Context: an optimization exercise on an open-source flow, tuned for small area, a short achievable clock period and few clock cycles per item. The choices shown serve that exercise and are no tape-out recipe.
In this exercise RTL edits were held to simulation tests only and were not proved equivalent to the original.
Power and IR drop assume default switching activity.

Design rs_linecode_dec, start of the top module:
module rs_linecode_dec (
    input  wire       clk,
    input  wire       rst,
    input  wire       in_valid,
    output wire       in_ready,
    input  wire [7:0] in_sym,
    input  wire       in_era_valid,
    input  wire [3:0] in_era_dev,
    output reg        out_valid,
    output reg  [7:0] out_sym,
    output reg        out_last,
    output reg        out_ue,
    output reg        out_ce,
    output reg  [3:0] out_nerr,
    output reg  [9:0] out_devmask
);
    function [7:0] gf_mul;
        input [7:0] a;
        input [7:0] b;
        integer i;
        reg [7:0] p;
        reg [7:0] aa;
        begin
            p  = 8'd0;
            aa = a;
            for (i = 0; i < 8; i = i + 1) begin
                if (b[i]) p = p ^ aa;
                aa = {aa[6:0], 1'b0} ^ (aa[7] ? 8'h1d : 8'h00);
            end
            gf_mul = p;
        end
    endfunction
    function [7:0] gf_pow;
        input integer n;
        integer i;
        reg [7:0] p;
        begin
            p = 8'd1;
            for (i = 0; i < n % 255; i = i + 1)
                p = {p[6:0], 1'b0} ^ (p[7] ? 8'h1d : 8'h00);
            gf_pow = p;
        end
    endfunction
    function [3:0] g16_mul;
        input [3:0] a;
        input [3:0] b;
        integer i;
        reg [3:0] p;
        reg [3:0] aa;
        begin
            p = 4'd0;
            aa = a;
            for (i = 0; i < 4; i = i + 1) begin
                if (b[i]) p = p ^ aa;
                aa = {aa[2:0], 1'b0} ^ (aa[3] ? 4'h3 : 4'h0);
            end
            g16_mul = p;
        end
    endfunction
    function [3:0] g16_inv;
        input [3:0] a;
        begin
            case (a)
            4'd0: g16_inv = 4'd0;
            4'd1: g16_inv = 4'd1;
            4'd2: g16_inv = 4'd9;
            4'd3: g16_inv = 4'd14;
            4'd4: g16_inv = 4'd13;
            4'd5: g16_inv = 4'd11;
            4'd6: g16_inv = 4'd7;
            4'd7: g16_inv = 4'd6;
            4'd8: g16_inv = 4'd15;
            4'd9: g16_inv = 4'd2;
            4'd10: g16_inv = 4'd12;
            4'd11: g16_inv = 4'd5;
            4'd12: g16_inv = 4'd10;
  ...
==> flow/config.mk <==
export PLATFORM = sky130hd
export DESIGN_NAME = rs_linecode_dec
export DESIGN_NICKNAME = rs_linecode_dec
export VERILOG_FILES = /design/flow/design.v
export SDC_FILE = /design/flow/constraint.sdc
export NUM_CORES = 4
export LEC_CHECK = 0
export CAP_MARGIN = 40
export CORE_MARGIN = 2
export CORE_UTILIZATION = 40
export SLEW_MARGIN = 30
==> flow/constraint.sdc <==
create_clock -name core_clock -period 17.0 [get_ports {clk}]
set_input_delay 3.4000 -clock core_clock [delete_from_list [all_inputs] [get_ports {clk}]]
set_output_delay 3.4000 -clock core_clock [all_outputs]
set_load 0.01 [all_outputs]
run.sh (not shown) runs the stock make flow with config.mk's settings and CLKGATE_MAP_FILE= SYNTH_SCRIPT=/design/flow/synth_recipe.tcl, a recipe that flattens the netlist after the stock synthesis.
The starting point completed with no timing, DRC or antenna violations.
Testbench counts at the start, summed over its fixed seeds: cycles 108,835, items 800.
Rerun with:
--- a/flow/design.v
+++ b/flow/design.v
@@ -232,65 +232,50 @@
         4'd4: rom = 72'h7e48ab2db4b6a3e64f;
         4'd5: rom = 72'haabfec24eb6fc2a885;
         4'd6: rom = 72'ha94361db643077853b;
         4'd7: rom = 72'h934e741772ad5a8181;
         4'd8: rom = 72'h8824a2e77cac6cd90d;
         4'd9: rom = 72'h7fd192270fa548fdd9;
         default: rom = 72'h0;
         endcase
     end
-    reg [71:0] rom_in;
-    always @(*) begin
-        case (edev_in)
-        4'd0: rom_in = 72'hf59029599645dc12fc;
-        4'd1: rom_in = 72'hef63a3bf84576351e6;
-        4'd2: rom_in = 72'h0e869c3e11d5428249;
-        4'd3: rom_in = 72'hc49cfb61b9337ce3a8;
-        4'd4: rom_in = 72'h7e48ab2db4b6a3e64f;
-        4'd5: rom_in = 72'haabfec24eb6fc2a885;
-        4'd6: rom_in = 72'ha94361db643077853b;
-        4'd7: rom_in = 72'h934e741772ad5a8181;
-        4'd8: rom_in = 72'h8824a2e77cac6cd90d;
-        4'd9: rom_in = 72'h7fd192270fa548fdd9;
-        default: rom_in = 72'h0;
-        endcase
-    end
     wire [7:0]  g1     = rom[7:0];
     wire [7:0]  g2     = rom[71:64];
     reg md_b;                             
     reg use_com;                          
     reg [7:0] com;
-    reg hi;
+    reg hi;                               
+    reg hi_a, hi_b;                       
     reg [7:0] dpart;
     reg       o_we;                       
     reg [3:0] o_idx;
     reg [7:0] o_val;                      
     reg  [7:0] la [0:6];
     reg  [7:0] ly [0:6];
     reg  [7:0] lp [0:6];
     reg  [7:0] lamv, bpv, accv;
     reg        mkv;
     reg  [7:0] dsum, dsumt;
     always @(*) begin
         for (k = 0; k < 7; k = k + 1) begin
-            if (hi && k < 4) begin
+            if ((k < 2 ? hi_a : hi_b) && k < 4) begin
                 lamv = lam[k + 7];
                 bpv  = bp[k + 7];
                 accv = acc[(17 - k) % 12];
                 mkv  = mk[k + 7];
             end else begin
                 lamv = lam[k];
                 bpv  = bp[k];
                 accv = acc[(12 - k) % 12];
                 mkv  = mk[k];
             end
-            la[k] = md_b ? ((k == 0 && !hi) ? gam : bpv) : lamv;
-            if (hi && k >= 4)
+            la[k] = md_b ? ((k == 0 && !hi_a) ? gam : bpv) : lamv;
+            if (hi_b && k >= 4)
                 ly[k] = 8'd0;
             else if (use_com)
                 ly[k] = com;
             else
                 ly[k] = mkv ? accv : 8'd0;
             lp[k] = gf_mul(la[k], ly[k]);
         end
         dsum = 8'd0;
         for (k = 0; k < 7; k = k + 1)
@@ -434,46 +419,60 @@
             com <= g1;
         else
             com <= g2;
         if (st == S_OMG) begin
             need_r <= L - rho;
             lim_r  <= (L > limit);
         end
         hi     <= two && !hi && !rst &&
                   (dact || (st == S_BM && !dz) || st == S_BMU || st == S_OMG);
+        hi_a   <= two && !hi && !rst &&
+                  (dact || (st == S_BM && !dz) || st == S_BMU || st == S_OMG);
+        if (rst)
+            hi_b <= 1'b0;
+        else
+            hi_b <= two && !hi &&
+                    (dact || (st == S_BM && !dz) || st == S_BMU || st == S_OMG);
         o_val <= dsumt;
         o_idx <= cc;
         if (st != S_OMG) o_we <= 1'b0;
         if (o_we && o_idx < 4'd10) co[o_idx] <= o_val;
         case (st)
         S_IDLE: if (pend && !acc_zero) begin
             d_era <= era_in;
             d_dev <= edev_in;
             lam[0] <= 8'd1;
             bp[0]  <= 8'd1;
             for (k = 1; k < 9; k = k + 1) begin
-                lam[k] <= era_in ? rom_in[8*k-1 -: 8] : 8'd0;
-                bp[k]  <= era_in ? rom_in[8*k-1 -: 8] : 8'd0;
+                lam[k] <= 8'd0;
+                bp[k]  <= 8'd0;
             end
             lam[9]  <= 8'd0;
             lam[10] <= 8'd0;
             bp[9]   <= 8'd0;
             bp[10]  <= 8'd0;
             gam <= 8'd1;
             L   <= era_in ? 4'd8 : 4'd0;
             r   <= era_in ? 4'd8 : 4'd0;
             rc  <= 4'd0;
             dlt <= 8'd0;
             cc  <= 4'd0;
             mk  <= 11'h7ff;
             for (k = 0; k < 10; k = k + 1) co[k] <= 8'd0;
         end
-        S_ROT: cc <= cc + 4'd1;
+        S_ROT: begin
+            cc <= cc + 4'd1;
+            if (cc == 4'd0)
+                for (k = 1; k < 9; k = k + 1) begin
+                    lam[k] <= rom[8*k-1 -: 8];
+                    bp[k]  <= rom[8*k-1 -: 8];
+                end
+        end
         S_BM: if (dz) begin
             if (rc == 4'd11) begin
                 cc <= 4'd0;
                 mk <= 11'h001;
             end else if (!adv) begin
                 dpart <= dsum;
             end else begin
                 dlt   <= dsumt;
                 rc    <= r;
Worst setup slack is better by 0.27 ns. Hold slack is better by 0.0077 ns. Routed wire length is lower by 2.8%. Design area is lower by 0.81%. Fmax is higher by 4.8%. Non-clock buffer count is lower by 6. Flip-flop and latch count is lower by 7. Die area is lower by 1.3%. Count of clock-buffer cells in the layout does not change. Clock power is higher by about 2%. Total power is about the same. Global-route usage is lower by 0.44 points. Combinational power is higher by about 2%. Clock skew hardly moves.
Testbench counts after the change, summed over its fixed seeds: cycles 108,835, items 800.

## static timing again, ports no longer ideal
Ports are ideal in the flow. The routed layouts listed here were re-timed in OpenROAD.
Step 1 (the two cells are an assumption about what drives the block):
set clk [get_ports {clk}]
set_driving_cell -lib_cell sky130_fd_sc_hd__clkbuf_16 $clk
set_driving_cell -lib_cell sky130_fd_sc_hd__buf_2 [delete_from_list [all_inputs] $clk]
Step 2, shift: input delay + t, output delay - t, t = (earliest + latest rising clock arrival at the registers) / 2. This alone moves slack from input paths to output paths.
Slacks: no drivers / after step 1 / after step 2; pairs: no drivers / after step 1.
| run | shift t [ns] | setup WS [ns] | hold slack, ns |
|---|---|---|---|
| the first run | 0.897 | 11.089 / 11.089 / 11.089 | 0.319 / 0.319 / 0.319 |
| the second run | 0.879 | 11.359 / 11.359 / 11.359 | 0.327 / 0.327 / 0.327 |
After both steps every run listed still meets setup and hold.
